This is an optimization exercise on Yosys and OpenROAD, whose aim is small area, a short achievable clock period and few clock cycles per item, not a production implementation. No functional check of the RTL was part of any run shown here. Power figures rest on the tool's default switching activity, not on a simulated workload.

==> flow/design.v <==
module facet_tile (
    input  wire        clk,
    input  wire        rst,
    input  wire        start,
    input  wire [1:0]  cls,           
    input  wire [31:0] crc_in,        
    output wire        idle,
    input  wire        in_valid,
    input  wire [7:0]  in_data,
    output wire        in_ready,
    output reg         out_valid,
    output reg  [63:0] out_data,
    input  wire        out_ready,
    output reg         done,
    output wire [3:0]  done_cause,    
    output wire [7:0]  done_offset,   
    output wire [31:0] done_arg,      
    output wire [31:0] done_crc       
);
    localparam [3:0] P_HDR   = 4'd0,
                     P_U1    = 4'd1,
                     P_C1    = 4'd2,
                     P_E     = 4'd3,
                     P_B1    = 4'd4,
                     P_B2    = 4'd5,
                     P_BMAP  = 4'd6,
                     P_NLEN  = 4'd7,
                     P_NCOD  = 4'd8,
                     P_TRAIL = 4'd9;    
    reg         busy;
    reg         idle_r;       
    reg  [1:0]  cls_q;
    reg  [8:0]  idx;          
    reg         at_last;      
    reg         all_in;       
    reg  [3:0]  pst;          
    reg         fail;         
    reg  [3:0]  cause;
    reg  [7:0]  offset;
    reg  [31:0] arg;
    reg  [31:0] crc;
    reg  [10:0] p_last;       
    reg         rdy;
    reg         v0, v1;
    reg  [7:0]  h0, h1;
    reg         pend;
    reg  [9:0]  pend_l;
    reg  [7:0]  code_st;
    reg  [7:0]  len_st;       
    reg         bm;           
    reg         run_act;
    reg  [9:0]  run_l;        
    reg  [7:0]  run_code;     
    reg  [2:0]  q;            
    reg  [6:0]  bcnt;         
    reg         ofin;         
    assign idle        = idle_r;
    assign in_ready    = rdy;
    assign done_cause  = cause;
    assign done_offset = offset;
    assign done_arg    = arg;
    assign done_crc    = crc;
    function [31:0] crc64;
        input [31:0] c;
        input [63:0] d;
        reg [31:0] x;
        reg t0, t1, t2, t3, t4, t5, t6, t7, t8, t9, t10, t11, t12, t13, t14, t15, t16, t17, t18, t19, t20, t21, t22, t23, t24, t25, t26, t27, t28, t29, t30, t31, t32, t33, t34, t35, t36, t37, t38, t39, t40, t41, t42, t43, t44, t45, t46, t47, t48, t49, t50, t51, t52, t53, t54, t55, t56, t57, t58, t59, t60, t61, t62, t63, t64, t65, t66, t67, t68, t69, t70, t71, t72, t73, t74, t75, t76, t77, t78, t79, t80, t81, t82, t83, t84, t85, t86, t87, t88, t89, t90, t91, t92, t93, t94, t95, t96, t97, t98, t99, t100, t101, t102, t103, t104, t105, t106, t107, t108, t109, t110, t111, t112, t113, t114, t115, t116, t117, t118, t119, t120, t121, t122, t123, t124, t125, t126, t127, t128, t129, t130, t131, t132, t133, t134, t135, t136, t137, t138, t139, t140, t141, t142, t143, t144;
        begin
            x = c ^ d[31:0];
            t0 = x[14] ^ x[18];
            t1 = d[32] ^ d[55];
            t2 = d[38] ^ d[47];
            t3 = x[0] ^ x[11];
            t4 = d[34] ^ d[57];
            t5 = x[1] ^ x[12];
            t6 = d[33] ^ d[52];
            t7 = d[50] ^ x[31];
            t8 = x[15] ^ x[27];
            t9 = x[23] ^ x[29];
            t10 = d[51] ^ x[13];
            t11 = d[35] ^ x[30];
            t12 = d[36] ^ d[45];
            t13 = d[42] ^ d[58];
            t14 = d[53] ^ d[54];
            t15 = t2 ^ x[28];
            t16 = d[44] ^ x[25];
            t17 = d[61] ^ t0;
            t18 = d[43] ^ x[24];
            t19 = d[39] ^ d[48];
            t20 = d[37] ^ d[46];
            t21 = d[40] ^ d[49];
            t22 = t1 ^ x[26];
            t23 = d[41] ^ x[16];
            t24 = d[60] ^ x[2];
            t25 = d[63] ^ x[4];
            t26 = d[59] ^ x[22];
            t27 = d[62] ^ x[3];
            t28 = x[10] ^ x[21];
            t29 = t6 ^ x[17];
            t30 = d[56] ^ t14;
            t31 = t12 ^ x[20];
            t32 = t18 ^ x[8];
            t33 = t16 ^ x[9];
            t34 = t20 ^ t23;
            t35 = t19 ^ x[6];
            t36 = t5 ^ t11;
            t37 = t10 ^ x[5];
            t38 = t21 ^ x[7];
            t39 = t8 ^ t22;
            t40 = t4 ^ x[19];
            t41 = t3 ^ t9;
            t42 = t15 ^ t26;
            t43 = t13 ^ t27;
            t44 = d[41] ^ x[13];
            t45 = t25 ^ x[16];
            t46 = d[55] ^ t7;
            t47 = d[57] ^ d[59];
            t48 = t24 ^ x[21];
            t49 = t7 ^ t37;
            t50 = t13 ^ x[17];
            t51 = d[42] ^ t29;
            t52 = t28 ^ t34;
            t53 = t38 ^ x[15];
            t54 = d[53] ^ t41;
            t55 = d[60] ^ t36;
            t56 = d[58] ^ d[62];
            t57 = t31 ^ x[18];
            t58 = t11 ^ x[12];
            t59 = t19 ^ x[29];
            t60 = t44 ^ t47;
            t61 = d[46] ^ x[10];
            t62 = t17 ^ t40;
            t63 = d[34] ^ t0;
            t64 = d[61] ^ x[19];
            t65 = t30 ^ x[7];
            t66 = t10 ^ t18;
            t67 = x[26] ^ x[31];
            t68 = t9 ^ x[25];
            t69 = d[54] ^ t17;
            t70 = d[38] ^ t53;
            t71 = d[63] ^ t17;
            t72 = t39 ^ t45;
            t73 = d[39] ^ x[24];
            t74 = t61 ^ t68;
            t75 = t42 ^ t46;
            t76 = t33 ^ t40;
            t77 = t8 ^ t52;
            t78 = d[56] ^ t54;
            t79 = x[8] ^ x[14];
            t80 = t20 ^ x[9];
            t81 = d[33] ^ t15;
            t82 = t74 ^ x[11];
            t83 = t23 ^ x[6];
            t84 = t6 ^ t12;
            t85 = t56 ^ t57;
            t86 = t11 ^ t30;
            t87 = d[61] ^ t24;
            t88 = t28 ^ t32;
            t89 = d[62] ^ t35;
            t90 = t21 ^ x[30];
            t91 = t30 ^ t76;
            t92 = d[47] ^ t32;
            t93 = d[56] ^ t59;
            t94 = d[40] ^ t65;
            t95 = t25 ^ t44;
            t96 = t14 ^ t49;
            t97 = t35 ^ t63;
            t98 = d[36] ^ x[20];
            t99 = t2 ^ t41;
            t100 = t43 ^ t49;
            t101 = d[51] ^ t80;
            t102 = t3 ^ t27;
            t103 = d[37] ^ x[15];
            t104 = d[50] ^ x[28];
            t105 = d[45] ^ t83;
            t106 = t4 ^ x[0];
            t107 = t2 ^ x[22];
            t108 = d[43] ^ d[48];
            t109 = t28 ^ t50;
            t110 = d[43] ^ x[18];
            t111 = t67 ^ t99;
            t112 = d[58] ^ t39;
            t113 = d[36] ^ t42;
            t114 = d[49] ^ t29;
            t115 = t48 ^ x[0];
            t116 = t10 ^ t22;
            t117 = d[35] ^ x[17];
            t118 = t84 ^ x[10];
            t119 = d[38] ^ t26;
            t120 = x[4] ^ x[23];
            t121 = d[63] ^ t26;
            t122 = d[60] ^ t43;
            t123 = t48 ^ t107;
            t124 = t16 ^ x[1];
            t125 = t5 ^ x[30];
            t126 = t13 ^ x[11];
            t127 = t3 ^ x[5];
            t128 = d[55] ^ x[13];
            t129 = t33 ^ t73;
            t130 = d[35] ^ t101;
            t131 = d[49] ^ t51;
            t132 = t6 ^ t38;
            t133 = t15 ^ t56;
            t134 = d[52] ^ t5;
            t135 = t1 ^ t51;
            t136 = t1 ^ t90;
            t137 = t58 ^ t120;
            t138 = t35 ^ t50;
            t139 = d[44] ^ t4;
            t140 = t34 ^ t79;
            t141 = t21 ^ t55;
            t142 = t104 ^ t139;
            t143 = t22 ^ t92;
            t144 = x[1] ^ x[3];
            crc64[0] = ((t40 ^ (t110 ^ t128)) ^ t113) ^ (((t24 ^ (d[58] ^ x[27])) ^ t52) ^ (t93 ^ (t127 ^ t29)));
            crc64[1] = (t141 ^ t78) ^ ((((d[37] ^ d[44]) ^ (x[20] ^ x[3])) ^ t138) ^ (t42 ^ t62));
            crc64[2] = (t70 ^ t85) ^ (((t9 ^ (d[54] ^ x[4])) ^ t115) ^ ((t36 ^ t60) ^ ((t18 ^ t19) ^ (t64 ^ t7))));
            crc64[3] = ((t124 ^ t48) ^ t100) ^ (((t64 ^ t73) ^ t136) ^ (t140 ^ (t98 ^ t121)));
            crc64[4] = (t72 ^ t82) ^ (((x[9] ^ (d[40] ^ x[28])) ^ t62) ^ ((t31 ^ t35) ^ t100));
            crc64[5] = ((t58 ^ (t0 ^ t24)) ^ t70) ^ (((t25 ^ t98) ^ t116) ^ (t89 ^ ((x[22] ^ x[24]) ^ t106)));
            crc64[6] = (t75 ^ t82) ^ (((t24 ^ t4) ^ t53) ^ (t71 ^ ((x[8] ^ t108) ^ (t117 ^ t144))));
            crc64[7] = ((t80 ^ (d[61] ^ t27)) ^ (t114 ^ t137)) ^ ((t142 ^ t39) ^ (t88 ^ (t119 ^ t37)));
            crc64[8] = (t78 ^ (t118 ^ t129)) ^ ((t133 ^ t49) ^ (((x[22] ^ x[27]) ^ t45) ^ (t63 ^ (x[6] ^ (d[35] ^ d[60])))));
            crc64[9] = (t94 ^ ((x[25] ^ (d[33] ^ x[23])) ^ t105)) ^ ((t123 ^ t71) ^ ((t36 ^ t66) ^ t112));
            crc64[10] = (t88 ^ ((x[5] ^ x[7]) ^ (t103 ^ t16))) ^ (t111 ^ (t122 ^ t69));
            crc64[11] = ((t125 ^ t32) ^ (t33 ^ (d[45] ^ t3))) ^ (t72 ^ (t89 ^ (t64 ^ t119)));
            crc64[12] = (t111 ^ t85) ^ (((t108 ^ (d[37] ^ d[41])) ^ t76) ^ (((d[55] ^ x[21]) ^ t121) ^ (t134 ^ t38)));
            crc64[13] = (t131 ^ t143) ^ ((t142 ^ t54) ^ (t57 ^ (t36 ^ (x[5] ^ (d[63] ^ x[16])))));
            crc64[14] = (((d[57] ^ x[10]) ^ t127) ^ t75) ^ (((t14 ^ (d[51] ^ d[52])) ^ t105) ^ (t129 ^ t55));
            crc64[15] = (t82 ^ t94) ^ (((x[31] ^ t12) ^ t116) ^ (t138 ^ (t134 ^ t87)));
            crc64[16] = ((t30 ^ t60) ^ ((x[30] ^ t20) ^ (t27 ^ (x[11] ^ x[12])))) ^ (t143 ^ (t132 ^ ((x[27] ^ x[2]) ^ t17)));
            crc64[17] = (((d[48] ^ x[12]) ^ t46) ^ (t95 ^ (t79 ^ t8))) ^ (t91 ^ (t122 ^ t81));
            crc64[18] = (t130 ^ t131) ^ ((t123 ^ t69) ^ (((x[19] ^ x[26]) ^ t31) ^ ((t25 ^ t3) ^ (t8 ^ (d[32] ^ d[41])))));
            crc64[19] = ((t5 ^ (d[50] ^ x[15])) ^ ((x[17] ^ x[20]) ^ t43)) ^ ((t60 ^ t87) ^ t78);
            crc64[20] = (t69 ^ (t47 ^ t125)) ^ ((t43 ^ t45) ^ (t66 ^ t115));
            crc64[21] = ((t124 ^ t17) ^ t77) ^ (((t25 ^ t4) ^ t81) ^ (t93 ^ ((d[36] ^ x[31]) ^ t102)));
            crc64[22] = (((d[56] ^ d[59]) ^ t84) ^ (t95 ^ (d[62] ^ t110))) ^ (t141 ^ ((t28 ^ (d[42] ^ d[46])) ^ t39));
            crc64[23] = (t109 ^ t71) ^ (((d[52] ^ d[53]) ^ t46) ^ (t59 ^ (d[59] ^ (d[38] ^ d[44]))));
            crc64[24] = ((t37 ^ (x[2] ^ t12)) ^ t77) ^ (((t14 ^ (d[48] ^ x[29])) ^ t133) ^ (t136 ^ (t106 ^ t29)));
            crc64[25] = ((t126 ^ t34) ^ t75) ^ (((t144 ^ (d[63] ^ x[29])) ^ t114) ^ (t86 ^ t97));
            crc64[26] = ((t126 ^ (x[28] ^ (d[32] ^ x[22]))) ^ t77) ^ (t96 ^ (t132 ^ t137));
            crc64[27] = (t113 ^ t135) ^ (t96 ^ ((t32 ^ t41) ^ (t83 ^ (x[14] ^ (d[34] ^ x[12])))));
            crc64[28] = ((t33 ^ t66) ^ t135) ^ (((t103 ^ t9) ^ t55) ^ (t65 ^ t97));
            crc64[29] = ((t32 ^ (t128 ^ t16)) ^ t70) ^ (((t67 ^ (x[16] ^ x[2])) ^ t118) ^ (t62 ^ t86));
            crc64[30] = ((t31 ^ (d[39] ^ t117)) ^ t112) ^ (t91 ^ (t140 ^ (t7 ^ t102)));
            crc64[31] = (t130 ^ t72) ^ ((t109 ^ t57) ^ (t81 ^ ((d[56] ^ t47) ^ (t5 ^ (d[40] ^ d[54])))));
        end
    endfunction
    wire [7:0] b = h0;
    wire [8:0] slen_m1 = (9'd256 >> cls_q) - 9'd1;
    wire wr_ok = !out_valid || out_ready;
    wire xfer  = out_valid && out_ready;
    wire       rn_can  = busy && !ofin && !bm && (run_act || pend);
    wire       rn_go   = rn_can && wr_ok;
    wire [9:0] f_l     = run_act ? run_l : pend_l;
    wire       f_on    = f_l[9:3] != bcnt;                    
    wire       b_on    = run_act && pend && !f_on && (run_l[2:0] != 3'd7);
    wire       p_on    = pend_l[9:3] != bcnt;                 
    wire [2:0] l_end   = b_on ? pend_l[2:0] : f_l[2:0];       
    wire       f_beat  = (b_on ? p_on : f_on) || (l_end == 3'd7);    
    wire       pend_use = rn_go && (!run_act || b_on);
    reg  [7:0] ln_plan, ln_sel;
    wire       bt_plan = bm ? (busy && pend) : (rn_can && f_beat);
    integer    k;
    always @(*)
        for (k = 0; k < 8; k = k + 1) begin
            ln_plan[k] = bm ? (busy && pend)
                            : (rn_can && k >= q && (f_on || k <= f_l[2:0] ||
                                                    (b_on && (p_on || k <= pend_l[2:0]))));
            ln_sel[k]  = bm ? pend_l[k] : (!run_act || (!f_on && k > f_l[2:0]));
        end
    wire ip_plain = v0 && (pst != P_NLEN) && (pst != P_BMAP) &&
                    (pst != P_NCOD || !pend);
    wire nlen_go  = v0 && (pst == P_NLEN) && (!pend || !at_last);
    wire ip_bm    = v0 && (pst == P_BMAP) && !run_act;
    wire ip_acc   = ip_plain || nlen_go || ip_bm;
    wire bm_go    = busy && bm && pend && wr_ok;
    wire [10:0] n_last = p_last + {3'd0, len_st} + 11'd1;
    wire last_byte = all_in || (ip_acc && at_last);
    wire og_fin    = ofin && wr_ok;
    wire push = in_valid && rdy;
    integer j;
    always @(posedge clk) begin
        if (ip_acc) begin
            h0 <= v1 ? h1 : in_data;
            v0 <= v1 || push;
            h1 <= in_data;
            v1 <= v1 && push;
            rdy <= 1'b1;
        end else begin
            if (!v0) h0 <= in_data;
            else if (!v1) h1 <= in_data;
            v0 <= v0 || push;
            v1 <= v1 || (v0 && push);
            rdy <= !(v1 || (v0 && push));
        end
        begin
            done <= 1'b0;
            if (xfer) begin
                out_valid <= 1'b0;
                crc <= crc64(crc, out_data);
            end
            for (j = 0; j < 8; j = j + 1)
                if (wr_ok && ln_plan[j])
                    out_data[8*j +: 8] <= ln_sel[j] ? code_st : run_code;
            if (wr_ok && bt_plan) begin
                out_valid <= 1'b1;
                bcnt <= bcnt + 7'd1;
                if (bcnt == 7'd127) ofin <= 1'b1;
            end
            if (rn_go) begin
                q <= f_beat ? 3'd0 : l_end + 3'd1;
                if (pend_use) begin
                    pend     <= 1'b0;
                    run_code <= code_st;
                    run_l    <= pend_l;
                end
                run_act <= b_on ? p_on : f_on;
            end
            if (bm_go) begin
                if (run_act) begin
                    pend_l[7:0] <= run_l[7:0];
                    run_act <= 1'b0;
                end else if (ip_bm)
                    pend_l[7:0] <= b;
                else
                    pend <= 1'b0;
            end else if (ip_bm) begin
                if (pend) begin
                    run_l[7:0] <= b;
                    run_act <= 1'b1;
                end else begin
                    pend_l[7:0] <= b;
                    pend <= 1'b1;
                end
            end
            if (ip_acc) begin
                idx     <= idx + 9'd1;
                at_last <= idx == slen_m1 - 9'd1;
                all_in  <= at_last;
            end
            if (ip_bm && idx == 9'd130)
                pst <= P_TRAIL;
            if (nlen_go) begin
                if (at_last) begin
                    fail <= 1'b1; cause <= 4'd6; offset <= idx[7:0];
                    pend <= 1'b1; pend_l <= 10'd1023; code_st <= 8'd0;
                    pst <= P_TRAIL;
                end else begin
                    len_st <= b;
                    pst <= P_NCOD;
                end
            end
            if (ip_plain) begin
                case (pst)
                    P_HDR: begin
                        if (b[4:0] != 5'd0) begin
                            fail <= 1'b1; cause <= 4'd4;
                            pend <= 1'b1; pend_l <= 10'd1023; code_st <= 8'd0;
                            pst <= P_TRAIL;
                        end else case (b[7:5])
                            3'd0: pst <= P_U1;
                            3'd1: begin cause <= 4'd14; pst <= P_C1; end
                            3'd7: begin cause <= 4'd15; pst <= P_E;
                                        pend <= 1'b1; pend_l <= 10'd1023; code_st <= 8'd0; end
                            3'd2: if (cls_q != 2'd0) begin
                                      fail <= 1'b1; cause <= 4'd7;
                                      pend <= 1'b1; pend_l <= 10'd1023; code_st <= 8'd0;
                                      pst <= P_TRAIL;
                                  end else begin
                                      bm  <= 1'b1;
                                      pst <= P_B1;
                                  end
                            3'd3: pst <= P_NLEN;
                            default: begin
                                fail <= 1'b1; cause <= 4'd3;
                                pend <= 1'b1; pend_l <= 10'd1023; code_st <= 8'd0;
                                pst <= P_TRAIL;
                            end
                        endcase
                    end
                    P_U1: begin
                        pend <= 1'b1; pend_l <= 10'd1023; code_st <= b;
                        pst <= P_TRAIL;
                    end
                    P_C1: begin
                        arg[7:0] <= b;
                        pend <= 1'b1; pend_l <= 10'd1023; code_st <= 8'd0;
                        pst <= P_TRAIL;
                    end
                    P_E: begin
                        case (idx[2:0])
                            3'd1:    arg[7:0]   <= b;
                            3'd2:    arg[15:8]  <= b;
                            3'd3:    arg[23:16] <= b;
                            default: arg[31:24] <= b;
                        endcase
                        if (idx[2:0] == 3'd4) pst <= P_TRAIL;
                    end
                    P_B1: begin run_code <= b; pst <= P_B2; end
                    P_B2: begin code_st  <= b; pst <= P_BMAP; end
                    P_NCOD: begin
                        if (n_last[10]) begin
                            fail <= 1'b1; cause <= 4'd6; offset <= idx[7:0] - 8'd1;
                            pend <= 1'b1; pend_l <= 10'd1023; code_st <= 8'd0;
                            pst <= P_TRAIL;
                        end else begin
                            pend <= 1'b1; pend_l <= n_last[9:0]; code_st <= b;
                            p_last <= n_last;
                            pst <= (n_last[9:0] == 10'd1023) ? P_TRAIL : P_NLEN;
                        end
                    end
                    default: if (!fail && b != 8'd0) begin    
                        fail <= 1'b1; cause <= 4'd4; offset <= idx[7:0]; arg <= 32'd0;
                    end
                endcase
            end
            if (busy && last_byte && og_fin) begin
                done   <= 1'b1;
                busy   <= 1'b0;
                idle_r <= 1'b1;
            end
            if (!busy) begin
                busy     <= start;
                idle_r   <= !start;
                cls_q    <= cls;
                crc      <= crc_in;
                idx      <= 9'd0;
                at_last  <= 1'b0;
                all_in   <= 1'b0;
                pst      <= P_HDR;
                fail     <= 1'b0;
                cause    <= 4'd0;
                offset   <= 8'd0;
                arg      <= 32'd0;
                p_last   <= 11'h7FF;
                pend     <= 1'b0;
                run_act  <= 1'b0;
                bm       <= 1'b0;
                q        <= 3'd0;
                bcnt     <= 7'd0;
                ofin     <= 1'b0;
            end
        end
        if (rst) begin
            busy      <= 1'b0;
            idle_r    <= 1'b1;
            out_valid <= 1'b0;
            done      <= 1'b0;
            v0        <= 1'b0;
            v1        <= 1'b0;
            rdy       <= 1'b1;
        end
    end
endmodule
==> flow/run.sh <==
#!/bin/bash
# synth_recipe.tcl (not shown) runs the flow's synth.tcl, then flattens the netlist and writes it again
# the make line also repeats each setting of config.mk as NAME=value (left out here)
make -C /OpenROAD-flow-scripts/flow DESIGN_CONFIG=/design/flow/config.mk WORK_HOME=/design/flow/orfs CLKGATE_MAP_FILE= SYNTH_SCRIPT=/design/flow/synth_recipe.tcl finish
==> flow/config.mk <==
export PLATFORM = sky130hd
export DESIGN_NAME = facet_tile
export DESIGN_NICKNAME = facet_tile
export VERILOG_FILES = /design/flow/design.v
export SDC_FILE = /design/flow/constraint.sdc
export NUM_CORES = 4
export LEC_CHECK = 0
export CAP_MARGIN = 20
export CORE_MARGIN = 2
export CORE_UTILIZATION = 30
export CTS_CLUSTER_DIAMETER = 100
export CTS_CLUSTER_SIZE = 30
export PLACE_DENSITY = 0.5
export SLEW_MARGIN = 20
==> flow/constraint.sdc <==
create_clock -name core_clock -period 10.0 [get_ports {clk}]
set_input_delay 2.0000 -clock core_clock [delete_from_list [all_inputs] [get_ports {clk}]]
set_output_delay 2.0000 -clock core_clock [all_outputs]
set_load 0.01 [all_outputs]
==> results of run 1 <==
==> layer usage <==
metal  vias to the layer above  share of wire, %  track usage [%]
li1                       6121                 -                -
met1                      6317                42             24.9
met2                       390                49             35.1
met3                        88               4.7             2.49
met4                         2               3.5             6.17
met5                         -             0.022                0
==> registers in the layout, indices dropped and copies added, names as in the netlist, 7 cells and up <==
name and count:
bcnt 7, out_data 64, p_last 11, arg 32
idx 9, h0 8, code_st 8, run_code 8
offset 8, h1 8, pend_l 10, crc 32
len_st 8, run_l 10
==> cells by family after synthesis <==
family	Yosys count
xor gates and xnor gates	486
and+or+nand+nor	368
AOI/OAI and AO/OA	281
DFF	250
muxes	167
buffers and inverters	106
adders and majority gates	19
==> final cells by class <==
class                   count  area [µm²]  area share (%)
repair buffers            209        2040            10.0
flip-flops and latches    250        6250            30.6
clock buffers              18         450            2.21
well taps                 756         946            4.64
inverters                  18        67.6           0.331
multi-input cells        1321       10400            50.9
clock inverters            14         259            1.27
==> synthesized netlist by cell type (all sizes together), types with 17 or more instances <==
library cell,number,share of area [%]
xnor2,371,21
nor2,133,3.0
dfxtp,126,15
edfxtp,124,22
xor2,115,7.1
nand2,102,2.2
mux2,97,6.4
a21oi,87,2.6
mux2i,70,4.1
clkbuf,67,1.5
o21ai,47,1.4
nand3,23,0.68
buf,21,0.55
and2,20,0.74
nor3,20,0.62
a22oi,18,0.79
a22o,17,0.87
ha,17,1.2
inv,17,0.37
==> worst paths after layout <==
check,end,slack [ps],cells past startpoint
setup / recovery,ofin,5760,13
hold / removal,all_in,460,2
setup reg to reg,ofin,5760,13
hold reg to reg,all_in,460,2
==> per-stage QoR <==
stage | power, mW | setup slack [ps]
3_3_place_gp | 7.67 | 5610
6_report | 8.49 | 5760
4_1_cts | 8.58 | 5780
3_5_place_dp | 7.66 | 5560
2_1_floorplan | 6.04 | 6340
5_1_grt | 8.92 | 5430
==> power by group <==
part | internal [mW] | switching (mW)
combinational | 2.85 | 3.19
sequential | 1.33 | 0.234
clock | 0.403 | 0.483
==> critical path, stage by stage, from the launching register on <==
cell and delay (ps):
dfxtp_1 760, mux2i_1 300, xor2_1 170, nand4_1 130
nand2b_1 360, o21a_1 340, mux2_2 310, ha_1 180
ha_1 200, or4b_1 580, o2bb2ai_1 320, nand4_1 250
o21ai_0 80, and2_1 150
==> reports/metrics.cfg, run 1 <==
[status]
status=finished clean

[clocking]
cts_sinks=250
cts_resized=0
h-tree-depth=1
holdBufCountCts=0
cts_setup_buffers=0
clkSlewWorstSetupHoldPaths_ps=110
cts_made_buffers=18
cts_tree=done
clk_latency_ps=560
clockRootBuffer=clkbuf_16
cts_buffer_depth=3

[worst_setup_path]
cp.arrival_ps=4710
worst_ep_required_time_ps=10470
end_kind=register
start_kind=register
timing.rr.start=run_act
cp-startpoint=run_act
crit_fanout=14
worstSetupPathType=reg2reg

[cells_and_area]
n_antenna_cell=0
final_util_pct=36.2
final_cell_mix=xnor2_1, clkdlybuf4s50_1, nor2_1
syn_to_final_growth_pct=19.8
fin_nets=1883
final_area_mm2=0.0204
drive_gt1_share_pct=11.9
final-instance-count-excl-fill=2586
fillers=5667
layout_commonest_cell=xnor2_1

[floorplanning]
die_x_um=242
start_util_pct=30.2
pin_count=191
die_area_mm2=0.0587
die_h_um=242
core_area_mm2=0.0563
rows=87

[synthesis]
ys_seq_area_share_pct=36.7
synth.avg_cell_area_um2=10.1
synth_nets=1742
netlist-cell-type-count=79
muxShareOfSynthArea_pct=10.6
synthCells=1677
synth_compound_area_share_pct=10.8
synth_edf_count=124
synth_warnings=1
postSynthRegisterBits=250
synth_area_mm2=0.0170
ys.flop_type=dfxtp_1
synth-simple-area-share_pct=10.0
synth_xor_area_share_pct=28.0
synthAdderAreaFrac_pct=1.43
async_flop_share_pct=0
synth_top_family_by_area=XOR/XNOR gates

[timing]
hold_violations=0
period_needed_ps=4240
setup_viol=0
max_clock_freq_mhz=236
finalCritPeriodShare_pct=42.4
rsz0062_at_grt=no
slew_violations=0
clock_skew_ps=29.3
holdWs_ps=464
worstMarginPinSlew_ps=1110
tns_ps=0
slew_headroom_pct=25.4

[worst_hold_path]
holdCritStartpoint=all_in
min_path_type=reg2reg

[placement]
dp_hpwl_um=45900
placed_cells=2554
port_buffers=190
place_area_mm2=0.0197
gp_congestion=0.944

[global_routing]
grt_pass1_wl_um=88000
track_usage_pct=19.8
grt_pass1_vias=13000
grt_antenna_before_repair=1
grt_start_max_net_pins=59
grt.overflow.total=0

[power]
power.density_mw_per_mm2=416
ir_drop_v=0.000379
leakagePower_nw=6.90

[detailed_routing]
wirelength_um=59600
viasPerCell=5.00
postRouteAntennaNets=0
drc=0
vias=12900
drtIter0Drc=902
dr.pass1.iters=5
wl_per_cell_um=23.0

[run]
maxCapViolCount=0

==> inputs of run 2 (changes only) <==
--- a/flow/design.v
+++ b/flow/design.v
@@ -254,20 +254,16 @@
     wire       rn_go   = rn_can && wr_ok;
     wire [9:0] f_l     = run_act ? run_l : pend_l;
     wire       f_on    = f_l[9:3] != bcnt;                    
-    wire       b_on    = run_act && pend && !f_on && (run_l[2:0] != 3'd7);
-    wire       p_on    = pend_l[9:3] != bcnt;                 
-    wire [2:0] l_end   = b_on ? pend_l[2:0] : f_l[2:0];       
-    wire       f_beat  = (b_on ? p_on : f_on) || (l_end == 3'd7);    
-    wire       pend_use = rn_go && (!run_act || b_on);
+    wire       f_beat  = f_on || (f_l[2:0] == 3'd7);          
+    wire       pend_use = rn_go && !run_act;
     reg  [7:0] ln_plan, ln_sel;
     wire       bt_plan = bm ? (busy && pend) : (rn_can && f_beat);
     integer    k;
     always @(*)
         for (k = 0; k < 8; k = k + 1) begin
             ln_plan[k] = bm ? (busy && pend)
-                            : (rn_can && k >= q && (f_on || k <= f_l[2:0] ||
-                                                    (b_on && (p_on || k <= pend_l[2:0]))));
-            ln_sel[k]  = bm ? pend_l[k] : (!run_act || (!f_on && k > f_l[2:0]));
+                            : (rn_can && k >= q && (f_on || k <= f_l[2:0]));
+            ln_sel[k]  = bm ? pend_l[k] : !run_act;
         end
     wire ip_plain = v0 && (pst != P_NLEN) && (pst != P_BMAP) &&
                     (pst != P_NCOD || !pend);
@@ -309,13 +305,13 @@
                 if (bcnt == 7'd127) ofin <= 1'b1;
             end
             if (rn_go) begin
-                q <= f_beat ? 3'd0 : l_end + 3'd1;
+                q <= f_beat ? 3'd0 : f_l[2:0] + 3'd1;
                 if (pend_use) begin
                     pend     <= 1'b0;
                     run_code <= code_st;
                     run_l    <= pend_l;
                 end
-                run_act <= b_on ? p_on : f_on;
+                run_act <= f_on;
             end
             if (bm_go) begin
                 if (run_act) begin
==> run 2 against run 1 <==
  * Still clean on timing, DRC and antenna
  * Clock skew fell by 8.5 ps
  * Sequential power about the same
  * Die area down 0.67%
  * Clock-buffer cell count fell by 1
  * Combinational power up 2%
  * Power rose by 0.53%
  * Largest power group unchanged
==> reports/metrics.cfg, run 2 <==
[detailed_routing]
wirelength_um=58500
wl_per_cell_um=23.2
drtIter0Drc=792
viasPerCell=4.91
drc=0
vias=12400
postRouteAntennaNets=0
dr.pass1.iters=6

[synthesis]
synth_nets=1689
synth.avg_cell_area_um2=10.4
postSynthRegisterBits=250
synth_top_area_share_pct=22.0
synth_warnings=1
synth_edf_count=124
ys_top_cells_by_count=xnor2_1, dfxtp_1, edfxtp_1, nor2_1, mux2_2
synthCells=1622
synth_top_cells_by_area=edfxtp_1, xnor2_1, dfxtp_1, mux2_2, xor2_1
synth_area_mm2=0.0169
netlist-cell-type-count=75
async_flop_share_pct=0
ys_seq_area_share_pct=37.0
synth_largest_area_cell=edfxtp_1
yosys.cell_count.top_type=xnor2_1
ys.flop_type=dfxtp_1

[placement]
dp_hpwl_um=45500
port_buffers=190
gp_congestion=0.985
pre_cts_ws_ps=5640

[timing]
rsz0062_at_grt=no
hold_violations=0
holdWs_ps=493
tns_ps=0
finalCritPeriodShare_pct=40.6
slew_headroom_pct=28.4
slew_violations=0
clock_skew_ps=20.7
worstMarginPinSlew_ps=1070
setup_viol=0
max_clock_freq_mhz=246
period_needed_ps=4060
fin_ws_ps=5940

[cells_and_area]
multi_input_comb_area_mm2=0.0102
reg.largest.list=out_data: 64 flops, arg: 32 flops, crc: 32 flops
layout_commonest_cell=xnor2_1
regMostFlops=out_data
syn_to_final_growth_pct=19.0
fin_nets=1824
final_util_pct=35.9
n_antenna_cell=0
largest_reg_flops=64
drive_gt1_share_pct=13.4
final_cell_mix=xnor2_1, clkdlybuf4s50_1, dfxtp_1
regArea_mm2=0.00625
fillers=5648

[floorplanning]
die_h_um=241
start_util_pct=30.2
rows=87
pin_count=191
die_x_um=241
die_area_mm2=0.0583
core_area_mm2=0.0561

[worst_setup_path]
cp.arrival_ps=2060
critPathTopFamily=flip-flops
worst_ep_required_time_ps=8000
crit_chain=clkdlybuf4s50_1
crit_fanout=6
end_kind=output port
start_kind=register
critical_path_depth=1
worstSetupPathType=reg2out
cpPeakStageDelay_ps=850
r2r.worst_path.cells=12
cp_slowest_cell=edfxtp_1
cp_num_buf_inv=1

[worst_hold_path]
hold_depth=2
min_path_type=reg2reg

[clocking]
clkSlewWorstSetupHoldPaths_ps=110
cts_made_buffers=16
h-tree-depth=1
cts_setup_buffers=0
cts_tree=done
clockRootBuffer=clkbuf_16
cts_buffer_depth=3
clk_latency_ps=550
cts_sinks=250
holdBufCountCts=0
cts_resized=0

[global_routing]
grt.overflow.total=0
grt_pass1_wl_um=84000
grt_antenna_before_repair=0
track_usage_pct=19.6
grt_pass1_vias=12300
grt_start_max_net_pins=63

[power]
power.total_mw=8.54
ir_drop_v=0.000298
leakagePower_nw=6.76
power.density_mw_per_mm2=424

[run]
maxCapViolCount=0

[status]
status=finished clean

## run 2: cell types whose count changed in the layout (fill, tap and decap cells not counted), sizes merged, moves of 6 or more
cell / delta
a211o: -9
a21oi: -11
a22o: -9
a32oi: +6
inv: +7
nand2: -15
nand3: -15
nor2: -8
o211ai: -13
o21ai: +21
xnor2: -10
## run 2: logic make-up after synthesis
family          after synthesis  synth area share, %
mux                         170                 10.8
xor+xnor                    474                 28.8
simple gates                331                 9.24
buf+inv                     112                 2.71
compound gates              265                 9.96
fa+ha+maj                    20                 1.52
flops                       250                 37.0
## run 2: area by class of cell
| type | count | area share [%] |
|---|---|---|
| Tap cell | 756 | 4.70 |
| Sequential cell | 250 | 31.1 |
| Clock buffer | 17 | 2.11 |
| Inverter | 22 | 0.411 |
| Multi-Input combinational cell | 1260 | 50.8 |
| Clock inverter | 11 | 0.815 |
| Timing Repair Buffer | 207 | 10.1 |
## run 2: routing by layer
layer / track usage, % / vias to the layer above / wire length (µm)
li1: - / 5894 / -
met1: 23.7 / 6013 / 24300
met2: 35.0 / 376 / 29000
met3: 2.72 / 110 / 2430
met4: 8.19 / 0 / 2740
met5: 0 / - / 0
## run 2: worst min-delay path, cell delays in order (launching register included)
cell     delay [ps]
dfxtp_1         350
mux2i_1          70
nand2_1          60
## run 2: path summary, 6_finish.rpt
| check | start | endpoint | slack (ps) |
|---|---|---|---|
| min | p_last[7] | p_last[7] | 490 |
| max reg2reg | len_st[0] | offset[5] | 6390 |
| max | out_data[57] | out_data[57] | 5940 |
| min reg2reg | p_last[7] | p_last[7] | 490 |
## run 2: power by group
group	internal (mW)	switching (mW)
combinational	2.89	3.30
clock	0.347	0.447
sequential	1.31	0.241
total	4.54	3.99
## run 2: per-stage QoR
stage	instance area [µm²]	instances
2_1_floorplan	16900	1622
3_3_place_gp	19500	2495
3_5_place_dp	19500	2495
4_1_cts	20100	2523
5_1_grt	20100	2523
6_report	20100	2523
==> inputs of run 3 (changes only) <==
--- a/flow/design.v
+++ b/flow/design.v
@@ -31,15 +31,13 @@
     reg         idle_r;       
     reg  [1:0]  cls_q;
     reg  [8:0]  idx;          
-    reg         at_last;      
-    reg         all_in;       
     reg  [3:0]  pst;          
     reg         fail;         
     reg  [3:0]  cause;
     reg  [7:0]  offset;
     reg  [31:0] arg;
     reg  [31:0] crc;
-    reg  [10:0] p_last;       
+    reg         n_first;      
     reg         rdy;
     reg         v0, v1;
     reg  [7:0]  h0, h1;
@@ -254,25 +252,30 @@
     wire       rn_go   = rn_can && wr_ok;
     wire [9:0] f_l     = run_act ? run_l : pend_l;
     wire       f_on    = f_l[9:3] != bcnt;                    
-    wire       f_beat  = f_on || (f_l[2:0] == 3'd7);          
-    wire       pend_use = rn_go && !run_act;
+    wire       b_on    = run_act && pend && !f_on && (run_l[2:0] != 3'd7);
+    wire       p_on    = pend_l[9:3] != bcnt;                 
+    wire [2:0] l_end   = b_on ? pend_l[2:0] : f_l[2:0];       
+    wire       f_beat  = (b_on ? p_on : f_on) || (l_end == 3'd7);    
+    wire       pend_use = rn_go && (!run_act || b_on);
     reg  [7:0] ln_plan, ln_sel;
     wire       bt_plan = bm ? (busy && pend) : (rn_can && f_beat);
     integer    k;
     always @(*)
         for (k = 0; k < 8; k = k + 1) begin
             ln_plan[k] = bm ? (busy && pend)
-                            : (rn_can && k >= q && (f_on || k <= f_l[2:0]));
-            ln_sel[k]  = bm ? pend_l[k] : !run_act;
+                            : (rn_can && k >= q && (f_on || k <= f_l[2:0] ||
+                                                    (b_on && (p_on || k <= pend_l[2:0]))));
+            ln_sel[k]  = bm ? pend_l[k] : (!run_act || (!f_on && k > f_l[2:0]));
         end
-    wire ip_plain = v0 && (pst != P_NLEN) && (pst != P_BMAP) &&
+    wire ip_plain = busy && v0 && (pst != P_NLEN) && (pst != P_BMAP) &&
                     (pst != P_NCOD || !pend);
-    wire nlen_go  = v0 && (pst == P_NLEN) && (!pend || !at_last);
-    wire ip_bm    = v0 && (pst == P_BMAP) && !run_act;
+    wire nlen_go  = busy && v0 && (pst == P_NLEN) && (!pend || idx != slen_m1);
+    wire ip_bm    = busy && v0 && (pst == P_BMAP) && !run_act;
     wire ip_acc   = ip_plain || nlen_go || ip_bm;
     wire bm_go    = busy && bm && pend && wr_ok;
-    wire [10:0] n_last = p_last + {3'd0, len_st} + 11'd1;
-    wire last_byte = all_in || (ip_acc && at_last);
+    wire [10:0] n_last = n_first ? {3'd0, len_st}
+                                 : {1'b0, run_l} + {3'd0, len_st} + 11'd1;
+    wire last_byte = (idx == slen_m1 + 9'd1) || (ip_acc && idx == slen_m1);
     wire og_fin    = ofin && wr_ok;
     wire push = in_valid && rdy;
     integer j;
@@ -305,13 +308,13 @@
                 if (bcnt == 7'd127) ofin <= 1'b1;
             end
             if (rn_go) begin
-                q <= f_beat ? 3'd0 : f_l[2:0] + 3'd1;
+                q <= f_beat ? 3'd0 : l_end + 3'd1;
                 if (pend_use) begin
                     pend     <= 1'b0;
                     run_code <= code_st;
                     run_l    <= pend_l;
                 end
-                run_act <= f_on;
+                run_act <= b_on ? p_on : f_on;
             end
             if (bm_go) begin
                 if (run_act) begin
@@ -330,15 +333,12 @@
                     pend <= 1'b1;
                 end
             end
-            if (ip_acc) begin
-                idx     <= idx + 9'd1;
-                at_last <= idx == slen_m1 - 9'd1;
-                all_in  <= at_last;
-            end
+            if (ip_acc)
+                idx <= idx + 9'd1;
             if (ip_bm && idx == 9'd130)
                 pst <= P_TRAIL;
             if (nlen_go) begin
-                if (at_last) begin
+                if (idx == slen_m1) begin
                     fail <= 1'b1; cause <= 4'd6; offset <= idx[7:0];
                     pend <= 1'b1; pend_l <= 10'd1023; code_st <= 8'd0;
                     pst <= P_TRAIL;
@@ -402,7 +402,7 @@
                             pst <= P_TRAIL;
                         end else begin
                             pend <= 1'b1; pend_l <= n_last[9:0]; code_st <= b;
-                            p_last <= n_last;
+                            n_first <= 1'b0;
                             pst <= (n_last[9:0] == 10'd1023) ? P_TRAIL : P_NLEN;
                         end
                     end
@@ -422,14 +422,12 @@
                 cls_q    <= cls;
                 crc      <= crc_in;
                 idx      <= 9'd0;
-                at_last  <= 1'b0;
-                all_in   <= 1'b0;
                 pst      <= P_HDR;
                 fail     <= 1'b0;
                 cause    <= 4'd0;
                 offset   <= 8'd0;
                 arg      <= 32'd0;
-                p_last   <= 11'h7FF;
+                n_first  <= 1'b1;
                 pend     <= 1'b0;
                 run_act  <= 1'b0;
                 bm       <= 1'b0;
--- a/flow/config.mk
+++ b/flow/config.mk
@@ -8,7 +8,8 @@
 export CAP_MARGIN = 20
 export CORE_MARGIN = 2
 export CORE_UTILIZATION = 30
-export CTS_CLUSTER_DIAMETER = 100
+export CTS_CLUSTER_DIAMETER = 90
 export CTS_CLUSTER_SIZE = 30
+export GPL_TIMING_DRIVEN = 0
 export PLACE_DENSITY = 0.5
 export SLEW_MARGIN = 20
==> run 3 against run 2 <==
  * Still clean
  * Final cell count rose by 3.0%
  * Sequential share of layout area shrank 1.2 points
  * Synthesized cell count up 2.8%
  * Power fell by 1.6%
  * Clock skew increased by 5.5 ps
  * First-iteration DRC count up 20%
  * Critical path depth increased by 15
  * Routed wire length up 8.5%
  * Sequential power down 7%
  * Clock power up 7.9%
  * Die area down 2.2%
  * Maximum frequency grew 1.2%
  * Critical endpoint is now bcnt[6]
==> reports/metrics.cfg, run 3 <==
[status]
status=finished clean

[cells_and_area]
final_cell_mix=xnor2_1, clkdlybuf4s50_1, nor2_1
syn_to_final_growth_pct=21.6
reg.largest.list=out_data: 64 flops, arg: 32 flops, crc: 32 flops
regMostFlops=out_data
layout_commonest_cell=xnor2_1
final_area_mm2=0.0201
fillers=5542
multi_input_comb_area_mm2=0.0101
regArea_mm2=0.00601
drive_gt1_share_pct=10.8
largest_reg_flops=64
fin_nets=1948
n_antenna_cell=0

[floorplanning]
die_h_um=239
die_x_um=239
die_area_mm2=0.0570
rows=86
start_util_pct=30.2
pin_count=191
core_area_mm2=0.0548

[clocking]
cts_resized=0
clockRootBuffer=clkbuf_16
cts_tree=done
cts_setup_buffers=0
clk_latency_ps=550
holdBufCountCts=0
cts_sinks=238
clkSlewWorstSetupHoldPaths_ps=90
h-tree-depth=1
cts_buffer_depth=3
cts_made_buffers=19

[synthesis]
synth_area_mm2=0.0165
ys.flop_type=edfxtp_1
synth_top_area_share_pct=22.5
synthCells=1667
synth_warnings=1
synth_top_cells_by_area=edfxtp_1, xnor2_1, dfxtp_1, mux2_2, xor2_1
postSynthRegisterBits=238
synth.avg_cell_area_um2=9.92
synth_edf_count=124
yosys.cell_count.top_type=xnor2_1
synth_largest_area_cell=edfxtp_1
ys_top_cells_by_count=xnor2_1, nor2_1, edfxtp_1, dfxtp_1, nand2_1
synth_nets=1732
netlist-cell-type-count=83
ys_seq_area_share_pct=36.3
async_flop_share_pct=0

[worst_setup_path]
crit_fanout=10
cp.arrival_ps=4410
worstSetupPathType=reg2reg
cp_slowest_cell=a21oi_1
worst_ep_required_time_ps=10400
start_kind=register
end_kind=register
cpPeakStageDelay_ps=460
crit_chain=buf_2, buf_2, mux2i_1, xnor2_1, nor3_1, nand3_1, nand2_1, mux2_2, ha_1, ha_1, inv_1, a41o_1, a21oi_1, and4_1, xnor2_1, nor2_1

[placement]
pre_cts_ws_ps=5550
dp_hpwl_um=51400
place_area_mm2=0.0194
port_buffers=190
gp_congestion=0.960

[timing]
tns_ps=0
period_needed_ps=4010
fin_ws_ps=5990
slew_violations=0
max_clock_freq_mhz=249
clock_skew_ps=26.3
setup_viol=0
finalCritPeriodShare_pct=40.1
rsz0062_at_grt=no
hold_violations=0
slew_headroom_pct=25.4
worstMarginPinSlew_ps=1110

[worst_hold_path]
min_path_type=reg2reg

[detailed_routing]
vias=13100
drtIter0Drc=950
viasPerCell=5.04
dr.pass1.iters=5
postRouteAntennaNets=0
wl_per_cell_um=24.4
wirelength_um=63400
drc=0

[global_routing]
track_usage_pct=22.0
grt_antenna_before_repair=0
use_met2_pct=40.1
grt.overflow.total=0
grt_pass1_wl_um=91800
top_usage_layer=met2
grt_start_max_net_pins=27
met3_usage_pct=2.40
grt_pass1_vias=13400
use_met1_pct=25.9

[power]
seq_power_share_pct=17.2
power.density_mw_per_mm2=418
switchingPower_mw=3.92
leakagePower_nw=7.11
intPower_mw=4.48
power.share.clock_pct=10.2
power_frac_comb_pct=72.6
ir_drop_v=0.000272
p_sw_share_pct=46.7

[run]
maxCapViolCount=0

run 3: cell types whose count changed after synthesis, moves of 12 or more:
| cell | before | now |
|---|---|---|
| o21ai_0 | 66 | 41 |
| a21oi_1 | 76 | 98 |
| nand2_1 | 87 | 103 |
| nand3_1 | 8 | 27 |
| mux2i_1 | 71 | 59 |
| xnor2_2 | 49 | 23 |
| nor2_1 | 124 | 137 |
| xnor2_1 | 304 | 361 |
| o211ai_1 | 2 | 18 |
| dfxtp_1 | 126 | 114 |
run 3: final cells by class:
type / instances / share of cell area (%)
repair buffers: 195 / 9.70
inverters: 26 / 0.486
clock buffers: 19 / 2.37
flip-flops and latches: 238 / 29.9
plain buffers: 86 / 1.77
well taps: 704 / 4.38
multi-input cells: 1317 / 50.3
clock inverters: 14 / 1.10
run 3: layer usage:
metal	part of all wire [%]	routed length [µm]
met1	40	25400
met2	50	32000
met3	4.4	2800
met4	5.2	3300
met5	0	0
run 3: kinds of logic (layout without fill, tap and decap cells):
| group | after synthesis | count (layout) | synth area share, % |
|---|---|---|---|
| compound gates | 283 | 283 | 11.0 |
| xor+xnor | 484 | 484 | 27.8 |
| fa+ha+maj | 18 | 18 | 1.41 |
| buf+inv | 112 | 340 | 2.74 |
| flops | 238 | 238 | 36.3 |
| mux | 157 | 157 | 10.3 |
| simple gates | 375 | 375 | 10.4 |
run 3: through the flow:
stage / utilization, % / hold WS (ps) / instances / power (mW)
finish: 36.7 / 455 / 2599 / 8.40
global route: 36.7 / 462 / 2599 / 8.85
CTS: 36.7 / 455 / 2597 / 8.46
detailed placement: 35.4 / 433 / 2564 / 7.57
global placement: 35.3 / 427 / 2561 / 7.58
floorplan: - / 424 / 1667 / 5.90
run 3: power groups by stage:
stage / Sequential (mW) / Clock, mW / Combinational [mW]
after global routing: 1.46 / 0.916 / 6.47
after CTS: 1.45 / 0.883 / 6.13
after floorplan: 1.43 / 0 / 4.48
after global placement: 1.46 / 0 / 6.11
final: 1.44 / 0.857 / 6.09
after detailed placement: 1.47 / 0 / 6.10
run 3: path summary, 6_finish.rpt:
kind / from / to / slack, ps / cells after the start
max: run_act / bcnt[6] / 5990 / 16
min: h0[1] / len_st[1] / 450 / 0
max reg2reg: run_act / bcnt[6] / 5990 / 16
min reg2reg: h0[1] / len_st[1] / 450 / 0
run 3: worst max-delay path, delay by kind of cell (launching register included):
kind,cells,cell delay [ps]
flops,1,310
xor+xnor,2,230
mux,2,450
compound gates,2,660
buf+inv,3,480
simple gates,5,1410
fa+ha+maj,2,310

what the ideal ports hide:
In the flow no input, the clock included, has a driving cell. The finished layouts below were timed again as built, in two steps.
Step 1 sets driving cells, clkbuf_16 on the clock port and buf_2 on the other inputs (assumed; they add their load-dependent delay and slew).
Step 2 times the ports against the registers' clock, not the clock port: input delays grow and output delays shrink by t, the midpoint of the rising clock arrivals with the driver on.
Three values: ideal ports, drivers, drivers and shift; two values: the first two.
| run | t, ns | setup WS [ns] | hold WS [ns] | worst register clock-pin slew, ns |
|---|---|---|---|---|
| run 1 | 0.609 | 5.761 / 5.761 / 5.468 | 0.464 / 0.464 / 0.464 | 0.11 / 0.11 |
| run 2 | 0.589 | 5.940 / 5.886 / 5.615 | 0.493 / 0.493 / 0.493 | 0.12 / 0.12 |
| run 3 | 0.597 | 5.989 / 5.989 / 5.575 | 0.455 / 0.455 / 0.455 | 0.11 / 0.11 |
After both steps every run listed still meets setup and hold. For run 3, which loses most, drivers alone change the setup slack by 0.000 ns; drivers and shift together by -0.414 ns.
